Source: an optimization exercise on an open RTL-to-GDS flow (aim: small area, a short achievable clock period and few clock cycles per item). Production flows keep margins and buffers that such runs may drop.
Function was checked by simulation only, so behaviour that the tests miss may differ from the original.

**flow/flow/run.sh**
```bash
#!/bin/bash
# The standard layout, with port buffers of the smallest buffer cell.
# Each tool's output is in orfs/logs; make's in standard.log.
set -euo pipefail
export BUFFER_PORTS_ARGS="-buffer_cell sky130_fd_sc_hd__buf_1"
bash standard.sh > standard.log 2>&1
```
**flow/standard.sh**
```bash
#!/bin/bash
# synth_recipe.tcl (not shown) runs the flow's synth.tcl, then flattens the netlist and writes it again
# the make line also repeats each setting of config.mk as NAME=value (left out here)
make -C /OpenROAD-flow-scripts/flow DESIGN_CONFIG=/design/flow/config.mk WORK_HOME=/design/flow/orfs CLKGATE_MAP_FILE= SYNTH_SCRIPT=/design/flow/synth_recipe.tcl "${@:-finish}"
```
**flow/config.mk**
```make
export PLATFORM = sky130hd
export DESIGN_NAME = sha256_engine
export DESIGN_NICKNAME = sha256_engine
export VERILOG_FILES = /design/flow/design.v
export SDC_FILE = /design/flow/constraint.sdc
export NUM_CORES = 4
export LEC_CHECK = 0
export CAP_MARGIN = 20
export CORE_MARGIN = 2
export CORE_UTILIZATION = 40
export SETUP_SLACK_MARGIN = 5
export SLEW_MARGIN = 20
```
**flow/constraint.sdc**
```tcl
create_clock -name core_clock -period 10.0 [get_ports {clk}]
set_input_delay 2.0000 -clock core_clock [delete_from_list [all_inputs] [get_ports {clk}]]
set_output_delay 2.0000 -clock core_clock [all_outputs]
set_load 0.01 [all_outputs]
```
**flow/design.v**
```verilog
module sha256_engine (
    input  wire         clk,
    input  wire         rst,
    input  wire         in_valid,
    output wire         in_ready,
    input  wire         first,
    input  wire [511:0] block,       
    output reg          out_valid,
    output wire [255:0] digest       
);
    localparam [255:0] IV = {32'h6a09e667, 32'hbb67ae85, 32'h3c6ef372, 32'ha54ff53a,
                             32'h510e527f, 32'h9b05688c, 32'h1f83d9ab, 32'h5be0cd19};
    localparam [2047:0] KR = {
        32'hb5c0fbcf, 32'he9b5dba5, 32'h3956c25b, 32'h59f111f1, 32'h923f82a4, 32'hab1c5ed5, 32'hd807aa98, 32'h12835b01,
        32'h243185be, 32'h550c7dc3, 32'h72be5d74, 32'h80deb1fe, 32'h9bdc06a7, 32'hc19bf174, 32'he49b69c1, 32'hefbe4786,
        32'h0fc19dc6, 32'h240ca1cc, 32'h2de92c6f, 32'h4a7484aa, 32'h5cb0a9dc, 32'h76f988da, 32'h983e5152, 32'ha831c66d,
        32'hb00327c8, 32'hbf597fc7, 32'hc6e00bf3, 32'hd5a79147, 32'h06ca6351, 32'h14292967, 32'h27b70a85, 32'h2e1b2138,
        32'h4d2c6dfc, 32'h53380d13, 32'h650a7354, 32'h766a0abb, 32'h81c2c92e, 32'h92722c85, 32'ha2bfe8a1, 32'ha81a664b,
        32'hc24b8b70, 32'hc76c51a3, 32'hd192e819, 32'hd6990624, 32'hf40e3585, 32'h106aa070, 32'h19a4c116, 32'h1e376c08,
        32'h2748774c, 32'h34b0bcb5, 32'h391c0cb3, 32'h4ed8aa4a, 32'h5b9cca4f, 32'h682e6ff3, 32'h748f82ee, 32'h78a5636f,
        32'h84c87814, 32'h8cc70208, 32'h90befffa, 32'ha4506ceb, 32'hbef9a3f7, 32'hc67178f2, 32'h428a2f98, 32'h71374491};
    function [31:0] rotr;
        input [31:0] x;
        input integer n;
        rotr = (x >> n) | (x << (32 - n));
    endfunction
    function [31:0] maj3;
        input [31:0] x, y, z;
        maj3 = (x & y) | (x & z) | (y & z);
    endfunction
    function [31:0] add32;
        input [31:0] x, y;
        reg   [31:0] gg, pp, gn, pn;
        integer i, k;
        begin
            gg = x & y;
            pp = x ^ y;
            for (k = 1; k < 32; k = k * 2) begin
                gn = gg;
                pn = pp;
                for (i = k; i < 32; i = i + 1) begin
                    gn[i] = gg[i] | (pp[i] & gg[i-k]);
                    pn[i] = pp[i] & pp[i-k];
                end
                gg = gn;
                pp = pn;
            end
            add32 = x ^ y ^ {gg[30:0], 1'b0};
        end
    endfunction
    function [31:0] add32s;
        input [31:0] x, y;
        reg   [31:0] gg, pp;
        integer i, k;
        begin
            gg = x & y;
            pp = x ^ y;
            for (k = 1; k < 32; k = k * 2)
                for (i = 2*k - 1; i < 32; i = i + 2*k) begin
                    gg[i] = gg[i] | (pp[i] & gg[i-k]);
                    pp[i] = pp[i] & pp[i-k];
                end
            for (k = 8; k >= 1; k = k / 2)
                for (i = 3*k - 1; i < 32; i = i + 2*k) begin
                    gg[i] = gg[i] | (pp[i] & gg[i-k]);
                    pp[i] = pp[i] & pp[i-k];
                end
            add32s = x ^ y ^ {gg[30:0], 1'b0};
        end
    endfunction
    function [63:0] csa;
        input [31:0] x, y, z;
        csa = {maj3(x, y, z) << 1, x ^ y ^ z};
    endfunction
    reg          busy;                 
    reg          prep;                 
    reg          pend;                 
    reg          fq;                   
    reg          hiv;                  
    reg          f0;                   
    reg          liv_q, xfer_q;        
    reg          ivc;                  
    reg          rdy;
    reg  [5:0]   r;                    
    reg          f61, f62, f63;        
    reg  [31:0]  k_q;                  
    reg  [255:0] h_q;                  
    reg  [31:0]  a, b, c, d, e, f, g, h;
    reg  [31:0]  x_q;                  
    reg  [31:0]  w [0:15];             
    assign in_ready = rdy;
    assign digest   = h_q;
    wire idle = ~busy & ~prep;
    wire r62  = f62;
    wire last = f63;
    wire [255:0] hs = h_q;
    wire [31:0] H0 = hs[255:224], H1 = hs[223:192], H2 = hs[191:160], H3 = hs[159:128];
    wire [31:0] H4 = hs[127:96],  H5 = hs[95:64],   H6 = hs[63:32],   H7 = hs[31:0];
    wire [31:0] s1   = rotr(e, 6) ^ rotr(e, 11) ^ rotr(e, 25);
    wire [31:0] ch   = (e & f) | (~e & g);
    wire [31:0] s0   = rotr(a, 2) ^ rotr(a, 13) ^ rotr(a, 22);
    wire [31:0] mj   = maj3(a, b, c);
    wire [31:0] z0   = last ? hs[255:224] : 32'd0;
    wire [31:0] z4   = last ? hs[127:96]  : 32'd0;
    wire [63:0] p1   = csa(x_q, s1, ch);                 
    wire [63:0] p2   = csa(s0, mj, z0);                  
    wire [63:0] p3   = csa(p1[31:0], p1[63:32], p2[31:0]);
    wire [63:0] p4   = csa(p3[31:0], p3[63:32], p2[63:32]);
    wire [31:0] a_n  = add32(p4[31:0], p4[63:32]);
    wire [63:0] q1   = csa(p1[31:0], p1[63:32], d);      
    wire [63:0] q2   = csa(q1[31:0], q1[63:32], z4);
    wire [31:0] e_n  = add32(q2[31:0], q2[63:32]);
    wire        r61 = f61;
    wire [31:0] ha  = r61 ? H3 : (r62 ? H2 : H1);
    wire [31:0] he  = r61 ? H7 : (r62 ? H6 : H5);
    wire [31:0] za  = add32s(a, ha);
    wire [31:0] ze  = add32s(e, he);
    wire        xfer    = xfer_q;      
    wire        load_iv = liv_q;       
    wire [31:0] a_in = load_iv ? IV[255:224] : (prep ? h_q[255:224] : a_n);
    wire [31:0] b_in = load_iv ? IV[223:192] : (prep ? h_q[223:192] : (last ? za : a));
    wire [31:0] c_in = load_iv ? IV[191:160] : (xfer ? h_q[191:160] : b);
    wire [31:0] d_in = load_iv ? IV[159:128] : (xfer ? h_q[159:128] : c);
    wire [31:0] e_in = load_iv ? IV[127:96]  : (prep ? h_q[127:96]  : e_n);
    wire [31:0] f_in = load_iv ? IV[95:64]   : (prep ? h_q[95:64]   : (last ? ze : e));
    wire [31:0] g_in = load_iv ? IV[63:32]   : (xfer ? h_q[63:32]   : f);
    wire [31:0] h_in = load_iv ? IV[31:0]    : (xfer ? h_q[31:0]    : g);
    wire [63:0] x1  = csa(k_q, w[0], h_in);
    wire [31:0] x_n = add32(x1[31:0], x1[63:32]);
    wire [31:0] ss0   = rotr(w[1], 7) ^ rotr(w[1], 18) ^ (w[1] >> 3);
    wire [31:0] ss1   = rotr(w[14], 17) ^ rotr(w[14], 19) ^ (w[14] >> 10);
    wire [63:0] m1    = csa(w[0], w[9], ss0);
    wire [63:0] m2    = csa(m1[31:0], m1[63:32], ss1);
    wire [31:0] w_new = add32(m2[31:0], m2[63:32]);
    wire wload  = idle | r62;
    integer i;
    always @(posedge clk) begin
        for (i = 0; i < 15; i = i + 1)
            w[i] <= wload ? block[511 - 32*i -: 32] : w[i+1];
        w[15] <= wload ? block[31:0] : w_new;
        x_q <= x_n;
        k_q <= KR[2047 - 32*r -: 32];
        {a, b, c, d, e, f, g, h} <= {a_in, b_in, c_in, d_in, e_in, f_in, g_in, h_in};
        if ((prep & (fq | ivc)) | (f0 & hiv))
            h_q <= IV;
        if (r61) begin
            h_q[159:128] <= za;
            h_q[31:0]    <= ze;
        end
        if (r62) begin
            h_q[191:160] <= za;
            h_q[63:32]   <= ze;
        end
        if (last) begin
            h_q[255:224] <= a_n;
            h_q[223:192] <= za;
            h_q[127:96]  <= e_n;
            h_q[95:64]   <= ze;
        end
        if (rst) begin
            busy      <= 1'b0;
            prep      <= 1'b0;
            pend      <= 1'b0;
            ivc       <= 1'b1;
            rdy       <= 1'b1;
            r         <= 6'd62;
            f0        <= 1'b0;
            liv_q     <= 1'b0;
            xfer_q    <= 1'b0;
            f61       <= 1'b0;
            f62       <= 1'b0;
            f63       <= 1'b0;
            out_valid <= 1'b0;
        end else begin
            out_valid <= last;
            f0  <= prep | (last & pend);
            liv_q  <= in_valid & ((idle & (first | ivc)) | (r62 & first));
            xfer_q <= (idle & in_valid) | r62;
            f61 <= busy & (r == 6'd60);
            f62 <= f61;
            f63 <= f62;
            if (idle) begin
                if (in_valid) begin
                    prep <= 1'b1;
                    fq   <= first;
                    rdy  <= 1'b0;
                    r    <= 6'd63;
                end
            end
            if (prep) begin
                prep <= 1'b0;
                busy <= 1'b1;
                r    <= 6'd0;
                hiv  <= fq | ivc;
                ivc  <= 1'b0;
            end
            if (busy) begin
                r   <= r + 6'd1;
                rdy <= f61;
                if (r62 & in_valid) begin
                    pend <= 1'b1;
                    fq   <= first;
                end
                if (last) begin
                    pend <= 1'b0;
                    hiv  <= fq;
                    if (!pend) begin
                        busy <= 1'b0;
                        r    <= 6'd62;
                        rdy  <= 1'b1;
                    end
                end
            end
        end
    end
endmodule
```
==> results.ini, run 1 <==
[outcome]
status=complete, no violations

[synth]
avgSynthCellArea_sq_um=8.74
synth-adder-area-share=0.144
synth_warnings=2
synthTopCellsByArea=dfxtp_1 27%, edfxtp_1 13%, nand2_1 12%
synth_cells=6846
synth_common_cells=1903 x nand2_1, 818 x dfxtp_1, 450 x inv_1
synth_mux_area_frac=0.0380
yosys.area.top_type=dfxtp_1
netlist_area_sq_um=59800
synthFlopType=dfxtp_1
yosysMostFrequentCell=nand2_1
yosysUniqueCellTypes=85
synthSimpleGateAreaFrac=0.184
ys_seq_elements=1076
synth_top_area_frac=0.274
synth_xor_area_frac=0.0570
synthArstFlopShare=0
synth_top_family_by_area=simple AND/OR/NAND/NOR gates
seq_area_frac_synth=0.403
syn-num-nets=7863
synth_compound_area_frac=0.119
synth_enable_flop_cells=258

[timing]
final.period_utilization=0.497
finalHoldViolCount=0
post-route-min-period_ps=4970
grt_setup_unrepaired=true
tns_ps=0
worst_pin_slew_ps=1200
setup_violations=0
relSlewSlack=0.197
finalMaxSlewViolations=0
fin_skew_ps=96.5
clock.fmax_mhz=201
layout_setup_ws_ps=5030

[drt]
dr.pass1.iters=13
viasPerCell=5.47
drt_first_iter_violations=6328
drc=0
vias=51800
wl_per_cell_microns=25.7
ant_nets=0
wirelength_microns=244000

[flow_run]
drv_cap=0

[setup_path]
worst-path-max-fanout=4
r2r_end=h_q[254]
start_kind=flip-flop
critical_path_arrival_ps=5430
reg2reg_slack_ps=5030
end_kind=flip-flop
crit_type=reg -> reg
critPathCapture=h_q[254]
r2r.worst_path.cells=17
rr_startpoint=a[15]
worst_ep_required_time_ps=10460
startpoint=a[15]

[worst_hold_path]
hold_path_class=reg -> reg
min_from=w[5][15]

[global_route]
grt_max_degree=230
overflow=0
grt_pass1_wl_microns=343000
grt_pass1_vias=48900
grtUsageTotal=0.308
grt_antenna_before_repair=29

[final_layout]
layout-drive-gt1-share=0.0760
nets=8452
synthToLayoutAreaGrowth_pct=17.2
fin_util=0.473

[clock_tree]
clock_sinks=1076
cts_tree=done
clock_latency_ps=790
cts_buffer_depth=3
ctsRootBufferMaster=clkbuf_16
cts.clk_slew.worst_paths_ps=70
cts_max_level=3
holdBufCountCts=0
cts_made_buffers=117

[floorplan]
dieArea_sq_um=153000
fp.dieH_microns=391
core-area_sq_um=148000
row_count=141
num_io_pins=774
fp.dieW_microns=391
start_util=0.404

[placed_design]
place.port_buffers=773
globalplace.congestion=0.999
dp_hpwl_microns=184000
dpl_worst_slack_ps=3680

[logic make-up (layout without fill, tap and decap cells)]
family,count (synthesis),count (layout)
flip-flops,1076,1076
other,0,15
AO/OA/AOI/OAI,1140,1140
AND/OR/NAND/NOR,2650,2650
buffers and inverters,861,1551
multiplexers,225,225
adder cells (fa/ha/maj),505,505
XOR/XNOR,389,389
[state kept, by name, indices dropped and copies added (netlist names), 6 cells and up]
register / cells
a: 32
b: 32
c: 32
d: 32
e: 32
f: 32
g: 32
h_q: 256
k_q: 32
r: 6
w: 512
x_q: 32
[layout make-up]
| type | count | area (sq um) |
|---|---|---|
| fill | 14400 | 77900 |
| multi-input combinational | 4909 | 33400 |
| sequential | 1076 | 24300 |
| timing repair buffer | 877 | 4100 |
| clock buffer | 166 | 3440 |
| tap | 1930 | 2410 |
| inverter | 454 | 1720 |
| clock inverter | 54 | 671 |
| antenna | 15 | 37.5 |
[routing by layer]
layer | GRT usage | part of all wire | vias to the layer above
met5 | 0 | 0.00068 | -
met4 | 0.115 | 0.041 | 26
met1 | 0.432 | 0.42 | 25200
met2 | 0.467 | 0.44 | 2552
li1 | - | - | 23600
met3 | 0.0618 | 0.094 | 437
[critical path, stage by stage (launching register included)]
cell and delay, ps:
dfxtp_4 380, xor2_1 180, xnor2_1 140, fa_1 530, inv_2 80, fa_2 600, fa_1 460, ha_2 210
fa_2 370, a211oi_4 270, o21a_1 180, o21ai_2 80, nand3_4 110, a41oi_4 130, or4_1 430, a31oi_1 220
xor2_1 210, nand2_1 70
[how the worst min path moves through the flow]
stage                     depth (start not counted)        to  slack (ps)
after floorplan                                   2  w[10][0]         390
after global placement                            2  w[5][13]         390
after detailed placement                          2  w[3][25]         400
after CTS                                         2  w[7][28]         410
after global routing                              2  w[4][15]         430
final                                             2  w[4][15]         410
[repair_timing]
item	4_1_cts	5_1_grt
gates resized for setup	186	136
pin swaps	17	35
setup buffers	35	15
setup endpoints to repair	142	77
cloned	4	0
[through the flow]
stage          std cells  hold WS, ps  instance area (sq um)
2_1_floorplan       6846          392                  59900
3_3_place_gp        9192          394                  64200
3_5_place_dp        9192          397                  64200
4_1_cts             9451          412                  69300
5_1_grt             9477          425                  70100
6_report            9481          406                  70100
[placed cells by master (no fill, tap or decap), drive strengths merged, types with 76 or more instances in the layout]
cell / count
dfxtp: 818
inv: 459
ha: 193
mux2i: 209
xor2: 160
edfxtp: 258
nand2: 1903
fa: 308
o21ai: 402
a21o: 104
and2: 115
clkbuf: 167
a21oi: 245
nand2b: 76
buf: 872
xnor2: 229
nor2: 289
Testbench counts, summed over its fixed seeds: cycles 81,944, blocks 1,280.
==> run 2: changes to the inputs <==
--- a/flow/config.mk
+++ b/flow/config.mk
@@ -5,6 +5,7 @@
 export SDC_FILE = /design/flow/constraint.sdc
 export NUM_CORES = 4
 export LEC_CHECK = 0
+export ABC_AREA = 1
 export CAP_MARGIN = 20
 export CORE_MARGIN = 2
 export CORE_UTILIZATION = 40
==> run 2 against run 1 <==
Clock skew fell by 19 ps. Core utilization fell by 1.5 points. Register-to-register slack improved by 60 ps. Worst hold slack got worse by 14 ps. Global-route usage rose by 2.6 points. Critical path type unchanged. Highest routed layer unchanged.
==> results.ini, run 2 <==
[timing]
fin_skew_ps=77.7
setup_violations=0
worst_pin_slew_ps=1060
post-route-min-period_ps=4910
finalMaxSlewViolations=0
tns_ps=0
final.period_utilization=0.491
finalHoldViolCount=0
clock.fmax_mhz=204
relSlewSlack=0.295
grt_setup_unrepaired=true
holdWs_ps=392

[final_layout]
layout-drive-gt1-share=0.0394
reg_top3=w: 512 flops, h_q: 256 flops
fin_util=0.458
synthToLayoutAreaGrowth_pct=14.0
final_common_cell=nand2_1
final_cell_mix=2635 x nand2_1, 872 x inv_1, 797 x dfxtp_1
largest_reg_flops=512
largest-register=w
nets=9441

[clock_tree]
cts_buffer_depth=3
ctsRootBufferMaster=clkbuf_16
cts_made_buffers=116
cts_max_level=3
holdBufCountCts=0
cts_tree=done
clock_latency_ps=790
cts.clk_slew.worst_paths_ps=60
clock_sinks=1076

[flow_run]
drv_cap=0

[floorplan]
dieArea_sq_um=155000
start_util=0.402
row_count=143
fp.dieW_microns=394
num_io_pins=774
core-area_sq_um=152000
fp.dieH_microns=394

[synth]
yosysUniqueCellTypes=56
yosys.area.top_type=dfxtp_1
ys_seq_elements=1076
netlist_area_sq_um=60900
synthFlopType=dfxtp_1
synth_cells=7862
syn-num-nets=8879
seq_area_frac_synth=0.396
avgSynthCellArea_sq_um=7.74
synth_top_area_frac=0.269
synthTopCellsByArea=dfxtp_1 27%, nand2_1 16%, edfxtp_1 13%
synth_enable_flop_cells=258
synth_warnings=2
yosysMostFrequentCell=nand2_1
synth_common_cells=2640 x nand2_1, 876 x inv_1, 818 x dfxtp_1
synthArstFlopShare=0

[worst_hold_path]
min_path_cells=2
holdPathEnd=w[14][28]
min_from=w[15][28]
hold_path_class=reg -> reg

[global_route]
grtUsageTotal=0.334
gr-max-usage-layer=met2
met2_usage=0.543
grt_antenna_before_repair=31
use_met3=0.0658
met1_usage=0.432
grt_pass1_vias=53300
grt_max_degree=201
overflow=0
grt_pass1_wl_microns=377000

[setup_path]
end_kind=flip-flop
critical_path_arrival_ps=5540
worst_ep_required_time_ps=10640
rr_startpoint=e[15]
worst-path-max-fanout=7
r2r_end=e[26]
r2r.worst_path.cells=16
start_kind=flip-flop
reg2reg_slack_ps=5090
crit_type=reg -> reg

[placed_design]
place.port_buffers=773
dp_hpwl_microns=211000
globalplace.congestion=1.02

[drt]
ant_nets=0
drc=0
drt_first_iter_violations=6095
vias=55900
wirelength_microns=268000
viasPerCell=5.29
wl_per_cell_microns=25.4
dr.pass1.iters=6

[outcome]
status=complete, no violations

-- run 2: cell count changes after synthesis, sizes merged, moves of 76 or more --
cell / change
nand2: +742
inv: +436
a21oi: +270
nand3: +235
nor2: +227
mux2i: -204
and2: -114
clkbuf: -101
a21o: -85
nand2b: -76
-- run 2: per-stage QoR --
| step | cells | setup WS, ps | cell area [sq um] |
|---|---|---|---|
| 3_5_place_dp | 10300 | 4810 | 65200 |
| 3_3_place_gp | 10300 | 4900 | 65200 |
| 5_1_grt | 10600 | 4970 | 69400 |
| 6_report | 10600 | 5090 | 69400 |
| 4_1_cts | 10600 | 5030 | 69300 |
| 2_1_floorplan | 7862 | 5310 | 60900 |
-- run 2: cell type report --
class | instances | area, sq um
clock buffers | 160 | 3380
inverters | 886 | 3360
diodes | 12 | 30.0
multi-input cells | 5529 | 31900
flip-flops and latches | 1076 | 24200
fillers | 15500 | 82100
clock inverters | 60 | 686
repair buffers | 815 | 3340
well taps | 2030 | 2540
-- run 2: worst max-delay path: stages (launching register included) --
cell and delay (ps):
dfxtp_1 660, xnor2_1 200, xor2_1 220, fa_1 470
inv_1 140, fa_1 470, fa_1 450, ha_1 390
nand2_1 240, nor2_1 320, nand3_1 210, nand3_1 290
nand3_1 190, nand3_1 150, nand3_1 80, nand2_1 170
inv_1 120
-- run 2: how the worst max path moves through the flow --
stage	start	endpoint	cells after the start
3_3_place_gp	f63	h_q[253]	16
4_1_cts	a[28]	h_q[255]	17
3_5_place_dp	f63	h_q[255]	17
6_report	e[15]	e[26]	16
5_1_grt	f62	b[31]	24
2_1_floorplan	f63	h_q[238]	17
-- run 2: logic make-up after synthesis --
kind of cell | Yosys count | share of synthesized area
xor+xnor | 352 | 0.0508
compound gates | 1095 | 0.0989
mux | 5 | 0.000822
fa+ha+maj | 503 | 0.141
flops | 1076 | 0.396
simple gates | 3574 | 0.232
buf+inv | 1257 | 0.0803
-- run 2: what timing repair did --
item,CTS,global route
endpoints found under the setup margin,11,38
resized for setup,1,23
pin swaps,0,0
gates cloned,1,1
setup buffers,1,1
-- run 2: metal layers --
layer,part of all wire,up-vias,wire length (microns)
met5,0.00062,-,167
met4,0.049,24,13000
met3,0.086,483,23000
met2,0.46,2600,124000
met1,0.40,26900,108000
li1,-,25800,-
==> run 3: changes to the inputs <==
==> flow/flow/run.sh (replaced) <==
#!/bin/bash
# The standard layout, with port buffers of the smallest buffer cell.
# Each tool's output is in orfs/logs; make's in standard.log.
set -euo pipefail
export SETUP_SLACK_MARGIN=6
export BUFFER_PORTS_ARGS="-buffer_cell sky130_fd_sc_hd__buf_1"
bash standard.sh > standard.log 2>&1
--- a/flow/config.mk
+++ b/flow/config.mk
@@ -9,5 +9,4 @@
 export CAP_MARGIN = 20
 export CORE_MARGIN = 2
 export CORE_UTILIZATION = 40
-export SETUP_SLACK_MARGIN = 5
 export SLEW_MARGIN = 20
==> run 3 against run 2 <==
Synthesized area is the same. Clock skew is 26 ps higher. Global-route usage grew 1.4 points. Non-clock buffer count is 206 higher. Count of clock-buffer cells in the layout increased by 10. Highest routed layer unchanged. Fmax increased by 16%. Register-to-register slack better by 670 ps. Worst setup slack better by 670 ps. Final area increased by 9.4%. First-iteration DRC count down 4.2%.
==> results.ini, run 3 <==
[final_layout]
synthToLayoutAreaGrowth_pct=24.7
nets=9651
regArea_sq_um=24400
fill_cells=14900
multi_input_comb_area_sq_um=35900
fin_cells=10800
final_common_cell=nand2_1
reg_top3=w: 512 flops, h_q: 256 flops
largest_reg_flops=512
final_cell_mix=2498 x nand2_1, 797 x inv_1, 773 x buf_1
layout-drive-gt1-share=0.147
largest-register=w

[drt]
wl_per_cell_microns=26.1
wirelength_microns=281000
drc=0
ant_nets=0
viasPerCell=5.33
dr.pass1.iters=9
vias=57400
drt_first_iter_violations=5836

[setup_path]
worst-path-max-fanout=5
worstPathCellList=xnor2_2 > xor2_2 > fa_1 > inv_1 > fa_2 > fa_2 > ha_4 > a21oi_4 > buf_4 > o21ai_2 > nand3b_1 > buf_4 > nand3_2 > nand2_1 > nand2_1 > a21oi_1
critPathMaxStageDelay_ps=580
crit_type=reg -> reg
critical_path_arrival_ps=4740
end_kind=flip-flop
cp_slowest_cell=fa_1
worst_ep_required_time_ps=10490
start_kind=flip-flop

[synth]
synth_top_area_frac=0.269
synthFlopType=dfxtp_1
netlist_area_sq_um=60900
synthSimpleGateAreaFrac=0.232
syn-num-nets=8879
seq_area_frac_synth=0.396
synthTopCellsByArea=dfxtp_1 27%, nand2_1 16%, edfxtp_1 13%
synth_xor_area_frac=0.0508
synth_enable_flop_cells=258
yosys.area.top_type=dfxtp_1
synthArstFlopShare=0
synth-adder-area-share=0.141
synth_common_cells=2640 x nand2_1, 876 x inv_1, 818 x dfxtp_1
avgSynthCellArea_sq_um=7.74
yosysMostFrequentCell=nand2_1
synth_compound_area_frac=0.0989
synth_cells=7862
synth_mux_area_frac=0.000822
synth_top_family_by_area=simple AND/OR/NAND/NOR gates
ys_seq_elements=1076
yosysUniqueCellTypes=56
synth_warnings=2

[placed_design]
dp_cells=10300
place.port_buffers=773
globalplace.congestion=0.990
dp_hpwl_microns=212000

[clock_tree]
cts.clk_slew.worst_paths_ps=60
clock_latency_ps=810
cts_buffer_depth=3
cts_max_level=3
cts_made_buffers=117
cts_tree=done
clock_sinks=1076
ctsRootBufferMaster=clkbuf_16
holdBufCountCts=0

[outcome]
status=complete, no violations

[timing]
fin_skew_ps=104
finalHoldViolCount=0
final.period_utilization=0.424
grt_setup_unrepaired=true
setup_violations=0
tns_ps=0
finalMaxSlewViolations=0
relSlewSlack=0.277
clock.fmax_mhz=236
worst_pin_slew_ps=1080
post-route-min-period_ps=4240

[flow_run]
drv_cap=0

[global_route]
grt_pass1_vias=55000
grt_antenna_before_repair=30
overflow=0
grtUsageTotal=0.348
grt_max_degree=148
grt_pass1_wl_microns=392000

[floorplan]
num_io_pins=774
row_count=143
start_util=0.402
fp.dieW_microns=394
dieArea_sq_um=155000
fp.dieH_microns=394
core-area_sq_um=152000

[worst_hold_path]
hold_path_class=reg -> reg

==> run 3: what timing repair did <==
action / CTS / global route
gates cloned: 8 / 4
endpoints found under the hold margin: 0 / 0
setup endpoints to repair: 594 / 170
setup buffers: 134 / 64
gates resized for setup: 856 / 298
pin swaps: 214 / 149
==> run 3: worst max-delay path: cells and delay by family, from the launching register on <==
kind | cells | cell delay, ps
DFF | 1 | 470
xor gates and xnor gates | 2 | 360
buffers and inverters | 3 | 420
and+or+nand+nor | 4 | 440
adders and majority gates | 4 | 1900
AOI/OAI and AO/OA | 3 | 340
==> run 3: logic make-up (layout without fill, tap and decap cells) <==
| group | count (synthesis) | after routing |
|---|---|---|
| XOR/XNOR | 352 | 352 |
| AND/OR/NAND/NOR | 3574 | 3575 |
| buffers and inverters | 1257 | 2129 |
| flip-flops | 1076 | 1076 |
| AO/OA/AOI/OAI | 1095 | 1095 |
| adder cells (fa/ha/maj) | 503 | 503 |
| multiplexers | 5 | 5 |
| other | 0 | 12 |
==> run 3: layout make-up <==
class | instances | area share
Multi-Input combinational cell | 5530 | 0.473
Sequential cell | 1076 | 0.321
Timing Repair Buffer | 1021 | 0.0732
Clock buffer | 170 | 0.0453
Inverter | 886 | 0.0452
Tap cell | 2030 | 0.0335
Clock inverter | 50 | 0.00788
Antenna cell | 12 | 0.000395
Timing Repair inverter | 2 | 0.000363
==> run 3: metal layers <==
layer,share of wire,wire length [microns],GRT usage,vias to the layer above
li1,-,-,-,26300
met1,0.40,113000,0.453,27800
met2,0.46,130000,0.565,2783
met3,0.085,24000,0.0639,544
met4,0.051,14300,0.149,20
met5,0.00045,126,0,-
==> run 3: worst paths after layout <==
check	start	to	slack (ps)	cells after the start
worst min register to register	w[15][19]	w[14][19]	390	2
worst min-delay path	w[15][19]	w[14][19]	390	2
worst max register to register	e[14]	h_q[123]	5760	16
worst max-delay path	e[14]	h_q[123]	5760	16
==> run 3: per-stage QoR <==
stage               hold slack, ps   util  setup WS [ps]  cell area, sq um
floorplan                      403      -           6000             61000
CTS                            403  0.489           5800             74100
global placement               406  0.431           4330             65300
global route                   429  0.501           5680             75900
finish                         392  0.501           5760             75900
detailed placement             407  0.431           4340             65300
==> run 4: changes to the inputs <==
--- a/flow/config.mk
+++ b/flow/config.mk
@@ -5,7 +5,6 @@
 export SDC_FILE = /design/flow/constraint.sdc
 export NUM_CORES = 4
 export LEC_CHECK = 0
-export ABC_AREA = 1
 export CAP_MARGIN = 20
 export CORE_MARGIN = 2
 export CORE_UTILIZATION = 40
==> run 4 against run 3 <==
Critical path depth grew 1. Still clean. Worst hold slack gained 18 ps. Register-to-register slack lost 790 ps. Highest routed layer unchanged. Wire length shrank 11%. Cell count shrank 9.7%.
==> results.ini, run 4 <==
[final_layout]
layout-drive-gt1-share=0.164
fill_cells=13700
reg_top3=w: 512 flops, h_q: 256 flops
final_common_cell=nand2_1
largest_reg_flops=512
synthToLayoutAreaGrowth_pct=26.4
nets=8704
final_cell_mix=1870 x nand2_1, 773 x buf_1, 724 x dfxtp_1
largest-register=w

[setup_path]
reg2reg_slack_ps=4970
crit_type=reg -> reg
start_kind=flip-flop
r2r.worst_path.cells=17
rr_startpoint=e[12]
worst_ep_required_time_ps=10470
startpoint=e[12]
worst-path-max-fanout=7
critical_path_arrival_ps=5500
critPathCapture=h_q[125]
r2r_end=h_q[125]
end_kind=flip-flop

[timing]
grt_setup_unrepaired=true
post-route-min-period_ps=5030
relSlewSlack=0.234
finalMaxSlewViolations=0
clock.fmax_mhz=199
fin_skew_ps=95.8
tns_ps=0
final.period_utilization=0.503
setup_violations=0
worst_pin_slew_ps=1150
finalHoldViolCount=0
holdWs_ps=411

[drt]
drt_first_iter_violations=6262
vias=53400
viasPerCell=5.49
ant_nets=0
dr.pass1.iters=6
wirelength_microns=251000
wl_per_cell_microns=25.8
drc=0

[synth]
seq_area_frac_synth=0.403
ys_seq_elements=1076
synth_cells=6846
synthTopCellsByArea=dfxtp_1 27%, edfxtp_1 13%, nand2_1 12%
netlist_area_sq_um=59800
yosysUniqueCellTypes=85
synth_warnings=2
synthArstFlopShare=0
yosys.area.top_type=dfxtp_1
synthFlopType=dfxtp_1
avgSynthCellArea_sq_um=8.74
synth_common_cells=1903 x nand2_1, 818 x dfxtp_1, 450 x inv_1
yosysMostFrequentCell=nand2_1
syn-num-nets=7863
synth_top_area_frac=0.274
synth_enable_flop_cells=258

[floorplan]
row_count=141
fp.dieW_microns=391
dieArea_sq_um=153000
core-area_sq_um=148000
fp.dieH_microns=391
num_io_pins=774
start_util=0.404

[clock_tree]
cts_max_level=3
clock_latency_ps=810
cts_tree=done
cts_made_buffers=116
cts_buffer_depth=3
cts.clk_slew.worst_paths_ps=60
ctsRootBufferMaster=clkbuf_16
clock_sinks=1076

[placed_design]
globalplace.congestion=0.991
dp_hpwl_microns=184000
place.port_buffers=773

[global_route]
grt_pass1_vias=50200
overflow=0
grt_pass1_wl_microns=351000
grt_antenna_before_repair=17
grtUsageTotal=0.314
grt_max_degree=200

[outcome]
status=complete, no violations

[flow_run]
drv_cap=0

[worst_hold_path]
min_from=w[4][25]
hold_path_class=reg -> reg

==> run 4: cell count changes after synthesis, sizes merged, moves of 204 or more <==
| cell | delta |
|---|---|
| mux2i | +204 |
| nand2 | -742 |
| inv | -436 |
| nor2 | -227 |
| a21oi | -270 |
| nand3 | -235 |
==> run 4: final cells by class <==
class,count,area [sq um],area share
timing repair buffer,1130,6620,0.0876
antenna,10,25.0,0.000331
clock buffer,164,3320,0.0439
multi-input combinational,4909,36400,0.481
tap,1930,2410,0.0319
clock inverter,58,732,0.00968
sequential,1076,24400,0.323
inverter,454,1730,0.0229
==> run 4: metal layers <==
layer / GRT usage / wire length [microns]
met5: 0 / 53
met4: 0.119 / 10600
met3: 0.0576 / 24300
met2: 0.474 / 111000
met1: 0.446 / 105000
==> run 4: cell families (layout without fill, tap and decap cells) <==
family	count (synthesis)	in the layout	synth area share
AO/OA/AOI/OAI	1140	1140	0.119
XOR/XNOR	389	389	0.0570
adder cells (fa/ha/maj)	505	505	0.144
buffers and inverters	861	1806	0.0541
flip-flops	1076	1076	0.403
multiplexers	225	225	0.0380
other	0	10	0
AND/OR/NAND/NOR	2650	2650	0.184
==> run 4: critical path, cell delays in order (launching register included) <==
cell and delay, ps:
dfxtp_4 440, buf_6 140, xor2_4 160, xnor2_2 100
fa_1 600, inv_4 80, fa_1 500, fa_1 410
ha_1 440, and4_1 320, nand4_1 260, or2_2 400
o221ai_2 210, a31oi_2 140, buf_4 150, buf_4 120
xnor2_1 120, and2_1 140
==> run 4: how the worst min path moves through the flow <==
| stage | endpoint | slack (ps) | cells past startpoint |
|---|---|---|---|
| final | w[3][25] | 410 | 2 |
| after global routing | w[10][8] | 410 | 2 |
| after CTS | w[10][8] | 400 | 2 |
| after detailed placement | w[4][19] | 400 | 2 |
| after global placement | w[2][24] | 390 | 2 |
| after floorplan | w[10][0] | 390 | 2 |
==> run 4: metrics by stage <==
stage	setup slack, ps	utilization	instance area [sq um]	cells
after floorplan	5140	-	60800	6846
after global placement	4170	0.438	64900	9196
after detailed placement	4150	0.438	64900	9196
after CTS	5050	0.491	72600	9584
after global routing	4880	0.511	75600	9726
final	4970	0.511	75600	9731
==> run 4: repair_timing <==
action / CTS / global route
gates cloned: 10 / 1
setup endpoints to repair: 360 / 278
resized for setup: 523 / 418
buffers inserted: 156 / 136
hold buffers: 0 / 0
pin swaps: 210 / 232
==> run 5: changes to the inputs <==
==> flow/flow/run.sh (replaced) <==
#!/bin/bash
# The standard layout, with port buffers of the smallest buffer cell.
# Each tool's output is in orfs/logs; make's in standard.log.
set -euo pipefail
export BUFFER_PORTS_ARGS="-buffer_cell sky130_fd_sc_hd__buf_1"
bash standard.sh > standard.log 2>&1
--- a/flow/config.mk
+++ b/flow/config.mk
@@ -8,4 +8,7 @@
 export CAP_MARGIN = 20
 export CORE_MARGIN = 2
 export CORE_UTILIZATION = 40
+export CTS_CLUSTER_DIAMETER = 60
+export CTS_CLUSTER_SIZE = 30
+export SETUP_SLACK_MARGIN = 5
 export SLEW_MARGIN = 20
==> run 5 against run 4 <==
Highest routed layer unchanged. Worst hold slack worse by 23 ps. Wire length shrank 2.9%. Sequential cell count is the same. Sequential share of layout area is 2.7 points higher. Critical path type unchanged.
==> results.ini, run 5 <==
[flow_run]
drv_cap=0

[global_route]
grtUsageTotal=0.307
grt_antenna_before_repair=26
grt_pass1_wl_microns=342000
overflow=0
grt_max_degree=230
grt_pass1_vias=49000

[final_layout]
reg_top3=w: 512 flops, h_q: 256 flops
largest_reg_flops=512
layout-drive-gt1-share=0.0737
largest-register=w
synthToLayoutAreaGrowth_pct=16.4
final_cell_mix=1903 x nand2_1, 773 x buf_1, 745 x dfxtp_1
nets=8440
final_common_cell=nand2_1
fin_util=0.470
fin_cells=9453

[timing]
holdWs_ps=388
clock.fmax_mhz=198
finalMaxSlewViolations=0
relSlewSlack=0.183
final.period_utilization=0.506
grt_setup_unrepaired=true
worst_pin_slew_ps=1220
tns_ps=0
post-route-min-period_ps=5060
fin_skew_ps=48.7
layout_setup_ws_ps=4940
finalHoldViolCount=0
setup_violations=0

[clock_tree]
cts_made_buffers=103
ctsRootBufferMaster=clkbuf_16
cts_tree=done
cts_max_level=3
holdBufCountCts=0
cts_buffer_depth=3
clock_sinks=1076
clock_latency_ps=760
cts.clk_slew.worst_paths_ps=80

[synth]
synth_top_area_frac=0.274
avgSynthCellArea_sq_um=8.74
seq_area_frac_synth=0.403
yosys.area.top_type=dfxtp_1
synth_cells=6846
synthArstFlopShare=0
yosysUniqueCellTypes=85
synth_warnings=2
yosysMostFrequentCell=nand2_1
syn-num-nets=7863
synthTopCellsByArea=dfxtp_1 27%, edfxtp_1 13%, nand2_1 12%
synth_enable_flop_cells=258
ys_seq_elements=1076
netlist_area_sq_um=59800
synth_common_cells=1903 x nand2_1, 818 x dfxtp_1, 450 x inv_1
synthFlopType=dfxtp_1

[drt]
wirelength_microns=244000
viasPerCell=5.48
drt_first_iter_violations=6120
dr.pass1.iters=9
drc=0
ant_nets=0
vias=51800
wl_per_cell_microns=25.8

[setup_path]
worst-path-max-fanout=5
reg2reg_slack_ps=4940
end_kind=flip-flop
critical_path_arrival_ps=5540
crit_type=reg -> reg
startpoint=a[15]
critPathCapture=h_q[254]
rr_startpoint=a[15]
r2r.worst_path.cells=17
r2r_end=h_q[254]
start_kind=flip-flop
worst_ep_required_time_ps=10480

[floorplan]
num_io_pins=774
fp.dieH_microns=391
dieArea_sq_um=153000
start_util=0.404
row_count=141
fp.dieW_microns=391
core-area_sq_um=148000

[placed_design]
globalplace.congestion=0.999
dp_hpwl_microns=184000
place.port_buffers=773
dp_cells=9192
dpl_worst_slack_ps=3680

[worst_hold_path]
hold_path_class=reg -> reg

[outcome]
status=complete, no violations

## run 5: critical path, stage by stage (launching register included)
cell	delay (ps)
dfxtp_4	400
xor2_1	180
xnor2_1	140
fa_1	530
inv_2	80
fa_2	590
fa_1	460
ha_2	220
fa_2	420
a211oi_4	270
o21a_1	190
o21ai_2	70
nand3_2	150
a41oi_4	140
or4_1	420
a31oi_1	220
xor2_1	220
nand2_1	70
## run 5: per-stage QoR
stage / area (sq um)
2_1_floorplan: 59900
3_5_place_dp: 64200
3_3_place_gp: 64200
6_report: 69600
5_1_grt: 69600
4_1_cts: 68800
## run 5: what timing repair did
item                                    in CTS  in global routing
gates resized for setup                    174                135
endpoints found under the setup margin     142                 81
setup buffers                               25                 26
pin swaps                                   17                 50
cloned                                       4                  1
## run 5: worst min-delay path by stage
stage | start | endpoint | slack, ps | cells past startpoint
3_3_place_gp | w[6][13] | w[5][13] | 390 | 2
6_report | w[15][10] | w[14][10] | 390 | 2
5_1_grt | w[15][10] | w[14][10] | 420 | 2
2_1_floorplan | w[11][0] | w[10][0] | 390 | 2
4_1_cts | w[15][10] | w[14][10] | 400 | 2
3_5_place_dp | w[4][25] | w[3][25] | 400 | 2
## run 5: layout make-up
type                       instances  area (sq um)
antenna                           10          25.0
sequential                      1076         24300
clock buffer                     125          2770
fill                           14500         78400
inverter                         454          1720
timing repair buffer             879          4180
multi-input combinational       4909         33300
clock inverter                    70           918
tap                             1930          2410
## run 5: per-layer routing
layer / global-route usage / share of wire / wire, microns / vias up
met5: 0 / 0.00065 / 159 / -
met4: 0.115 / 0.042 / 10100 / 26
met3: 0.0588 / 0.090 / 21900 / 456
met2: 0.467 / 0.44 / 108000 / 2562
met1: 0.431 / 0.43 / 104000 / 25200
li1: - / - / - / 23600
## run 5: cell families (layout without fill, tap and decap cells)
| family | after synthesis | count (layout) | share of synthesized area |
|---|---|---|---|
| and+or+nand+nor | 2650 | 2650 | 0.184 |
| AOI/OAI and AO/OA | 1140 | 1140 | 0.119 |
| DFF | 1076 | 1076 | 0.403 |
| buffers and inverters | 861 | 1528 | 0.0541 |
| adders and majority gates | 505 | 505 | 0.144 |
| xor gates and xnor gates | 389 | 389 | 0.0570 |
| muxes | 225 | 225 | 0.0380 |
| other | 0 | 10 | 0 |
==> run 6: changes to the inputs <==
--- a/flow/config.mk
+++ b/flow/config.mk
@@ -7,8 +7,7 @@
 export LEC_CHECK = 0
 export CAP_MARGIN = 20
 export CORE_MARGIN = 2
-export CORE_UTILIZATION = 40
-export CTS_CLUSTER_DIAMETER = 60
-export CTS_CLUSTER_SIZE = 30
+export CORE_UTILIZATION = 55
+export CTS_BUF_LIST = sky130_fd_sc_hd__clkbuf_4 sky130_fd_sc_hd__clkbuf_8
 export SETUP_SLACK_MARGIN = 5
 export SLEW_MARGIN = 20
==> run 6 against run 5 <==
Register-to-register slack got worse by 96 ps. Core utilization rose by 18 points. Critical path depth fell by 2. Global-route usage rose by 11 points. Sequential cell count did not move.
==> results.ini, run 6 <==
[outcome]
status=complete, no violations

[drt]
drt_first_iter_violations=6696
wl_per_cell_microns=26.1
drc=0
ant_nets=0
vias=53100
dr.pass1.iters=6
viasPerCell=5.82
wirelength_microns=238000

[final_layout]
regArea_sq_um=24300
nets=8544
layout-drive-gt1-share=0.0982
final_cell_mix=1903 x nand2_1, 773 x buf_1, 748 x dfxtp_1
fill_cells=9285
largest-register=w
reg_top3=w: 512 flops, h_q: 256 flops
synthToLayoutAreaGrowth_pct=17.0
largest_reg_flops=512
final_common_cell=nand2_1
fin_cells=9108
multi_input_comb_area_sq_um=33600

[floorplan]
dieArea_sq_um=111000
core-area_sq_um=108000
num_io_pins=774
row_count=120
fp.dieW_microns=334
start_util=0.556
fp.dieH_microns=334

[setup_path]
critPathMaxStageDelay_ps=620
end_kind=flip-flop
crit_buf_inv=1
reg2reg_slack_ps=4840
worst-path-max-fanout=6
worst_ep_required_time_ps=10610
start_kind=flip-flop
cp_slowest_cell=fa_1
crit_top_cell=fa_2
r2r_end=h_q[254]
critical_path_arrival_ps=5770
rr_startpoint=e[15]
r2r.worst_path.cells=15
path_delay_family=adder cells
worstPathCellList=mux2i_4 > fa_2 > inv_1 > fa_2 > fa_1 > ha_4 > a211oi_1 > o21a_1 > o31a_1 > or2_2 > a41oi_4 > or4_4 > a31oi_4 > xor2_2 > nand2_1
crit_type=reg -> reg

[timing]
clock.fmax_mhz=194
relSlewSlack=0.175
grt_setup_unrepaired=true
worst_pin_slew_ps=1230
tns_ps=0
final.period_utilization=0.516
post-route-min-period_ps=5160
fin_skew_ps=66.5
finalHoldViolCount=0
setup_violations=0
finalMaxSlewViolations=0

[clock_tree]
cts_buffer_depth=3
clock_sinks=1076
clock_latency_ps=900
cts_made_buffers=178
cts.clk_slew.worst_paths_ps=70
cts_tree=done
holdBufCountCts=0
cts_max_level=4
ctsRootBufferMaster=clkbuf_8

[synth]
yosysUniqueCellTypes=85
synthFlopType=dfxtp_1
avgSynthCellArea_sq_um=8.74
yosys.area.top_type=dfxtp_1
synthArstFlopShare=0
synthTopCellsByArea=dfxtp_1 27%, edfxtp_1 13%, nand2_1 12%
seq_area_frac_synth=0.403
synth_top_area_frac=0.274
syn-num-nets=7863
synth_common_cells=1903 x nand2_1, 818 x dfxtp_1, 450 x inv_1
synth_cells=6846
yosysMostFrequentCell=nand2_1
ys_seq_elements=1076
synth_warnings=2
synth_enable_flop_cells=258
netlist_area_sq_um=59800

[flow_run]
drv_cap=0

[global_route]
overflow=0
grtUsageTotal=0.412
grt_antenna_before_repair=33
grt_pass1_wl_microns=335000
grt_pass1_vias=49300
grt_max_degree=237

[worst_hold_path]
hold_path_class=reg -> reg
holdPathEnd=w[12][9]
min_path_cells=2
min_from=w[13][9]

[placed_design]
place.port_buffers=773
globalplace.congestion=1.01
dp_cells=8669
dp_hpwl_microns=175000

==> run 6: cell families after synthesis <==
group                    share of synthesized area
adder cells (fa/ha/maj)                      0.144
XOR/XNOR                                    0.0570
multiplexers                                0.0380
buffers and inverters                       0.0541
AND/OR/NAND/NOR                              0.184
AO/OA/AOI/OAI                                0.119
flip-flops                                   0.403
==> run 6: cell type report <==
type,count,share of cell area
inverter,454,0.0245
multi-input combinational,4909,0.480
tap,1403,0.0251
timing repair buffer,908,0.0630
sequential,1076,0.348
clock buffer,280,0.0504
antenna,23,0.000823
clock inverter,55,0.00783
==> run 6: how the worst max path moves through the flow <==
stage	startpoint	end	slack, ps	depth (start not counted)
after floorplan	f63	h_q[254]	5010	20
after global placement	f61	f[31]	3450	20
after detailed placement	f61	f[31]	3450	20
after CTS	a[15]	h_q[254]	4800	17
after global routing	e[15]	h_q[254]	4760	15
final	e[15]	h_q[254]	4840	15
==> run 6: timing repair <==
| item | in CTS | in global routing |
|---|---|---|
| gates resized for setup | 201 | 165 |
| endpoints found under the setup margin | 170 | 88 |
| cloned | 3 | 2 |
| pin swaps | 24 | 62 |
| setup buffers | 30 | 46 |
==> run 6: through the flow <==
stage / hold slack [ps] / setup WS (ps) / cell area (sq um) / utilization
after CTS: 408 / 4800 / 68700 / 0.639
after global routing: 416 / 4760 / 70000 / 0.651
after floorplan: 392 / 5010 / 59900 / -
after global placement: 394 / 3450 / 63500 / 0.591
final: 402 / 4840 / 70000 / 0.651
after detailed placement: 397 / 3450 / 63500 / 0.591
==> run 6: layer usage <==
metal	wire length, microns	global-route usage	up-vias
met5	54	0	-
met1	94000	0.568	25500
met2	103000	0.604	3221
li1	-	-	23800
met4	10900	0.172	10
met3	30300	0.123	502
==> run 6: tightest hold or removal path, delay by kind of cell (launching register included) <==
kind          cells  cell delay [ps]
flops             1              310
simple gates      2               80
==> run 7: changes to the inputs <==
==> flow/flow/run.sh (replaced) <==
#!/bin/bash
set -euo pipefail
export SETUP_SLACK_MARGIN=7
export BUFFER_PORTS_ARGS="-buffer_cell sky130_fd_sc_hd__buf_1"
bash standard.sh > standard.log 2>&1
==> flow/config.mk (replaced) <==
export PLATFORM = sky130hd
export DESIGN_NAME = sha256_engine
export DESIGN_NICKNAME = sha256_engine
export VERILOG_FILES = /design/flow/design.v
export SDC_FILE = /design/flow/constraint.sdc
export NUM_CORES = 4
export LEC_CHECK = 0
export ABC_AREA = 1
export CAP_MARGIN = 20
export CORE_MARGIN = 2
export CORE_UTILIZATION = 40
export SLEW_MARGIN = 20
==> run 7 against run 6 <==
Core utilization down 7.4 points. Count of clock-buffer cells in the layout down 116. Cell count rose by 25%. Sequential share of layout area fell by 6.8 points. Clock skew grew 1.0 ps. Die area grew 39%. Worst setup slack better by 970 ps. Register-to-register slack improved by 970 ps. Via count increased by 15%. Largest cell class unchanged.
==> results.ini, run 7 <==
[timing]
post-route-min-period_ps=4190
setup_violations=0
final.period_utilization=0.419
clock.fmax_mhz=239
tns_ps=0
worst_pin_slew_ps=1040
layout_setup_ws_ps=5810
finalHoldViolCount=0
fin_skew_ps=67.5
finalMaxSlewViolations=0
holdWs_ps=399
relSlewSlack=0.304
grt_setup_unrepaired=true

[setup_path]
critical_path_arrival_ps=4710
crit_type=reg -> reg
cp_slowest_cell=fa_1
start_kind=flip-flop
reg2reg_slack_ps=5810
critPathMaxStageDelay_ps=550
end_kind=flip-flop
worst-path-max-fanout=5
worstPathCellList=xnor2_4 > xor2_2 > fa_1 > inv_2 > fa_1 > inv_1 > fa_1 > inv_2 > ha_4 > buf_12 > nand2_8 > nor2_4 > nor2_4 > nand2_4 > a21oi_4 > inv_1 > nand2_2 > nand3_1 > nand2_1 > nand2_1
critPathCapture=h_q[124]
rr_startpoint=e[12]
r2r_end=h_q[124]
startpoint=e[12]
crit_top_cell=fa_1
worst_ep_required_time_ps=10520
r2r.worst_path.cells=20

[clock_tree]
holdBufCountCts=0
clock_sinks=1076
cts_buffer_depth=3
cts_tree=done
cts.clk_slew.worst_paths_ps=60
cts_max_level=3
clock_latency_ps=800
cts_made_buffers=118
ctsRootBufferMaster=clkbuf_16

[final_layout]
fill_cells=13600
nets=10200
final_cell_mix=2328 x nand2_1, 715 x inv_1, 714 x dfxtp_1
largest_reg_flops=512
final_common_cell=nand2_1
synthToLayoutAreaGrowth_pct=43.5
layout-drive-gt1-share=0.306
finish.instance_area_sq_um=87400
largest-register=w
reg_top3=w: 512 flops, h_q: 256 flops

[drt]
drt_first_iter_violations=6344
wirelength_microns=300000
vias=61200
viasPerCell=5.40
drc=0
wl_per_cell_microns=26.5
dr.pass1.iters=8
ant_nets=0

[floorplan]
dieArea_sq_um=155000
start_util=0.402
fp.dieW_microns=394
core-area_sq_um=152000
row_count=143
num_io_pins=774
fp.dieH_microns=394

[synth]
synth_warnings=2
synthFlopType=dfxtp_1
synth_top_area_frac=0.269
yosys.area.top_type=dfxtp_1
synth_common_cells=2640 x nand2_1, 876 x inv_1, 818 x dfxtp_1
synthArstFlopShare=0
synth_cells=7862
avgSynthCellArea_sq_um=7.74
yosysMostFrequentCell=nand2_1
yosysUniqueCellTypes=56
seq_area_frac_synth=0.396
synth_enable_flop_cells=258
synthTopCellsByArea=dfxtp_1 27%, nand2_1 16%, edfxtp_1 13%
ys_seq_elements=1076
netlist_area_sq_um=60900
syn-num-nets=8879

[worst_hold_path]
hold_path_class=reg -> reg
min_from=w[15][21]

[global_route]
grt_pass1_wl_microns=415000
grt_pass1_vias=59000
overflow=0
grt_antenna_before_repair=32
grt_max_degree=155
grtUsageTotal=0.367

[placed_design]
place.port_buffers=773
dp_hpwl_microns=212000
placed_area_sq_um=66600
globalplace.congestion=1.01
dpl_worst_slack_ps=4510

[flow_run]
drv_cap=0

[outcome]
status=complete, no violations

run 7: cell count changes after synthesis, moves of 76 or more:
cell,delta
mux2i_1,-204
and2_1,-113
a21oi_1,+271
inv_1,+426
nand3_1,+233
nand2b_1,-76
nand2_1,+737
clkbuf_1,-102
a21o_1,-85
nor2_1,+219
run 7: timing repair:
| action | 4_1_cts | 5_1_grt |
|---|---|---|
| resized for setup | 1737 | 817 |
| buffers inserted | 533 | 213 |
| gates cloned | 25 | 3 |
| pin swaps | 479 | 452 |
| endpoints found under the setup margin | 1228 | 803 |
| hold endpoints to repair | 0 | 0 |
run 7: per-layer routing:
metal | track usage | up-vias | share of wire
met2 | 0.582 | 3377 | 0.45
li1 | - | 27400 | -
met1 | 0.466 | 29600 | 0.38
met4 | 0.189 | 22 | 0.065
met3 | 0.0837 | 793 | 0.11
met5 | 0 | - | 0.00043
run 7: critical path, delay by kind of cell (launching register included):
family	cells	cell delay [ps]
flops	1	410
fa+ha+maj	4	1850
xor+xnor	2	360
buf+inv	5	390
simple gates	8	730
compound gates	1	190
run 7: worst min-delay path by stage:
stage	endpoint	slack [ps]	cells after the start
2_1_floorplan	w[1][19]	400	2
3_3_place_gp	w[4][6]	410	2
3_5_place_dp	w[2][27]	410	2
4_1_cts	w[14][21]	400	2
5_1_grt	w[14][21]	420	2
6_report	w[14][21]	400	2
run 7: final cells by class:
cell class	instances	area [sq um]	area share
timing repair inverter	8	86.3	0.000988
clock buffer	164	3390	0.0388
inverter	886	3520	0.0402
sequential	1076	24500	0.280
timing repair buffer	1576	11800	0.135
multi-input combinational	5529	40900	0.468
clock inverter	57	601	0.00687
antenna	17	42.5	0.000487
tap	2030	2540	0.0291
run 7: cells by family after synthesis:
family,after synthesis,synth area share
mux,5,0.000822
simple gates,3574,0.232
buf+inv,1257,0.0803
xor+xnor,352,0.0508
fa+ha+maj,503,0.141
compound gates,1095,0.0989
flops,1076,0.396
run 7: stage by stage:
step | utilization | instances
2_1_floorplan | - | 7862
3_3_place_gp | 0.440 | 10300
3_5_place_dp | 0.440 | 10300
4_1_cts | 0.543 | 11100
5_1_grt | 0.577 | 11300
6_report | 0.577 | 11300
==> run 8: changes to the inputs <==
==> flow/flow/run.sh (replaced) <==
#!/bin/bash
set -euo pipefail
export SETUP_SLACK_MARGIN=6
export BUFFER_PORTS_ARGS="-buffer_cell sky130_fd_sc_hd__buf_1"
bash standard.sh > standard.log 2>&1
--- a/flow/config.mk
+++ b/flow/config.mk
@@ -9,4 +9,5 @@
 export CAP_MARGIN = 20
 export CORE_MARGIN = 2
 export CORE_UTILIZATION = 40
+export PLACE_DENSITY = 0.75
 export SLEW_MARGIN = 20
==> run 8 against run 7 <==
Fmax fell by 1.6%. Worst setup slack got worse by 70 ps. Register-to-register slack got worse by 70 ps. Synthesized cell count did not move. Sequential share of layout area rose by 4.3 points. Core utilization fell by 7.9 points. Via count fell by 5.7%. Critical path type unchanged.
==> results.ini, run 8 <==
[outcome]
status=complete, no violations

[synth]
yosysMostFrequentCell=nand2_1
synth_enable_flop_cells=258
synth_cells=7862
avgSynthCellArea_sq_um=7.74
synthTopCellsByArea=dfxtp_1 27%, nand2_1 16%, edfxtp_1 13%
synth_warnings=2
syn-num-nets=8879
ys_seq_elements=1076
netlist_area_sq_um=60900
yosys.area.top_type=dfxtp_1
synthArstFlopShare=0
seq_area_frac_synth=0.396
synth_common_cells=2640 x nand2_1, 876 x inv_1, 818 x dfxtp_1
synth_top_area_frac=0.269
synthFlopType=dfxtp_1
yosysUniqueCellTypes=56

[worst_hold_path]
hold_path_class=reg -> reg

[final_layout]
largest_reg_flops=512
fin_util=0.497
synthToLayoutAreaGrowth_pct=23.8
nets=9612
layout-drive-gt1-share=0.138
reg_top3=w: 512 flops, h_q: 256 flops
largest-register=w
fin_cells=10700
final_cell_mix=2503 x nand2_1, 795 x inv_1, 773 x buf_1
final_common_cell=nand2_1

[clock_tree]
ctsRootBufferMaster=clkbuf_16
cts_tree=done
cts_buffer_depth=3
cts_made_buffers=117
cts_max_level=3
holdBufCountCts=0
clock_latency_ps=830
cts.clk_slew.worst_paths_ps=60
clock_sinks=1076

[global_route]
grt_antenna_before_repair=38
grtUsageTotal=0.339
grt_pass1_vias=55200
overflow=0
grt_pass1_wl_microns=385000
grt_max_degree=218

[timing]
finalHoldViolCount=0
worst_pin_slew_ps=1070
setup_violations=0
grt_setup_unrepaired=true
holdWs_ps=361
relSlewSlack=0.289
finalMaxSlewViolations=0
tns_ps=0
final.period_utilization=0.426
clock.fmax_mhz=235
fin_skew_ps=118
post-route-min-period_ps=4260

[drt]
drt_first_iter_violations=6777
vias=57700
dr.pass1.iters=8
wirelength_microns=276000
drc=0
viasPerCell=5.37
wl_per_cell_microns=25.7
ant_nets=0

[floorplan]
row_count=143
fp.dieH_microns=394
start_util=0.402
dieArea_sq_um=155000
num_io_pins=774
fp.dieW_microns=394
core-area_sq_um=152000

[setup_path]
worst-path-max-fanout=6
start_kind=flip-flop
crit_type=reg -> reg
end_kind=flip-flop
worst_ep_required_time_ps=10570
critical_path_arrival_ps=4830

[flow_run]
drv_cap=0

[placed_design]
place.port_buffers=773
dp_cells=10300
globalplace.congestion=1.05
dp_hpwl_microns=210000

## run 8: cell counts after synthesis
Identical to the previous run, type by type.
## run 8: area by class of cell
class | instances | area (sq um)
Antenna cell | 13 | 32.5
Sequential cell | 1076 | 24400
Fill cell | 14500 | 76200
Timing Repair Buffer | 984 | 5050
Timing Repair inverter | 1 | 11.3
Clock buffer | 175 | 3510
Inverter | 886 | 3400
Tap cell | 2030 | 2540
Clock inverter | 49 | 729
Multi-Input combinational cell | 5529 | 35700
## run 8: worst paths after layout
check | from | endpoint | slack (ps) | depth (start not counted)
max | e[15] | h_q[243] | 5740 | 18
min | w[15][11] | w[14][11] | 360 | 2
max reg2reg | e[15] | h_q[243] | 5740 | 18
min reg2reg | w[15][11] | w[14][11] | 360 | 2
## run 8: worst max-delay path, stage by stage (launching register included)
cell,delay [ps]
dfxtp_4,490
xnor2_4,130
xor2_4,220
fa_1,560
inv_2,50
fa_1,500
inv_2,40
fa_1,510
inv_2,50
ha_4,270
nand2_4,80
nand2_4,50
nand2_4,80
nand3_4,150
nand2_2,130
nand2_4,90
a21oi_4,200
xnor2_2,110
or2_2,290
## run 8: cell families (layout without fill, tap and decap cells)
| kind of cell | count (synthesis) | count (layout) | share of synthesized area |
|---|---|---|---|
| AO/OA/AOI/OAI | 1095 | 1095 | 0.0989 |
| XOR/XNOR | 352 | 352 | 0.0508 |
| adder cells (fa/ha/maj) | 503 | 503 | 0.141 |
| buffers and inverters | 1257 | 2095 | 0.0803 |
| flip-flops | 1076 | 1076 | 0.396 |
| multiplexers | 5 | 5 | 0.000822 |
| other | 0 | 13 | 0 |
| AND/OR/NAND/NOR | 3574 | 3574 | 0.232 |
## run 8: layer usage
layer	part of all wire	up-vias	global-route usage
met5	0.00082	-	0
met4	0.072	34	0.200
met3	0.096	684	0.0703
met2	0.45	3343	0.545
met1	0.38	27400	0.421
li1	-	26200	-
## run 8: repair_timing
item,4_1_cts,5_1_grt
gates resized for setup,639,422
cloned,4,2
pin swaps,92,143
endpoints found under the setup margin,657,188
setup buffers,94,74
## run 8: stage by stage
stage	setup slack, ps	instance area, sq um
3_3_place_gp	4380	65300
2_1_floorplan	6000	61000
3_5_place_dp	4430	65300
6_report	5740	75400
5_1_grt	5690	75400
4_1_cts	5850	72900

[separate check: timing with driven ports]
The flow's constraints put no driver on any port. The routed layouts listed below were extracted and timed again, unchanged, in two steps. Step 1 assumes that a clkbuf_16 drives the clock port and a buf_2 every other input. Step 2 also shifts input and output timing later by t, the mid clock arrival at the registers, as if the neighbouring blocks saw the same clock. Three values: ideal ports, drivers, drivers and shift; two values: the first two.
run	t (ns)	setup slack, ns	latest minus earliest clock arrival (ns)	worst register clock-pin slew, ns	cell pins on the clock port's net
run 1	0.829	5.034 / 5.034 / 5.034	0.103 / 0.103	0.07 / 0.07	1
run 2	0.815	5.093 / 5.093 / 5.093	0.078 / 0.078	0.07 / 0.07	1
run 3	0.832	5.758 / 5.758 / 5.758	0.104 / 0.104	0.07 / 0.07	1
run 4	0.838	4.969 / 4.969 / 4.969	0.096 / 0.096	0.08 / 0.08	1
run 5	0.828	4.939 / 4.939 / 4.939	0.059 / 0.058	0.09 / 0.09	1
run 6	0.947	4.843 / 4.843 / 4.843	0.069 / 0.068	0.07 / 0.07	1
run 7	0.832	5.811 / 5.811 / 5.811	0.068 / 0.067	0.07 / 0.07	1
run 8	0.846	5.741 / 5.741 / 5.741	0.121 / 0.121	0.07 / 0.07	1
After both steps setup and hold are still met in every run listed.
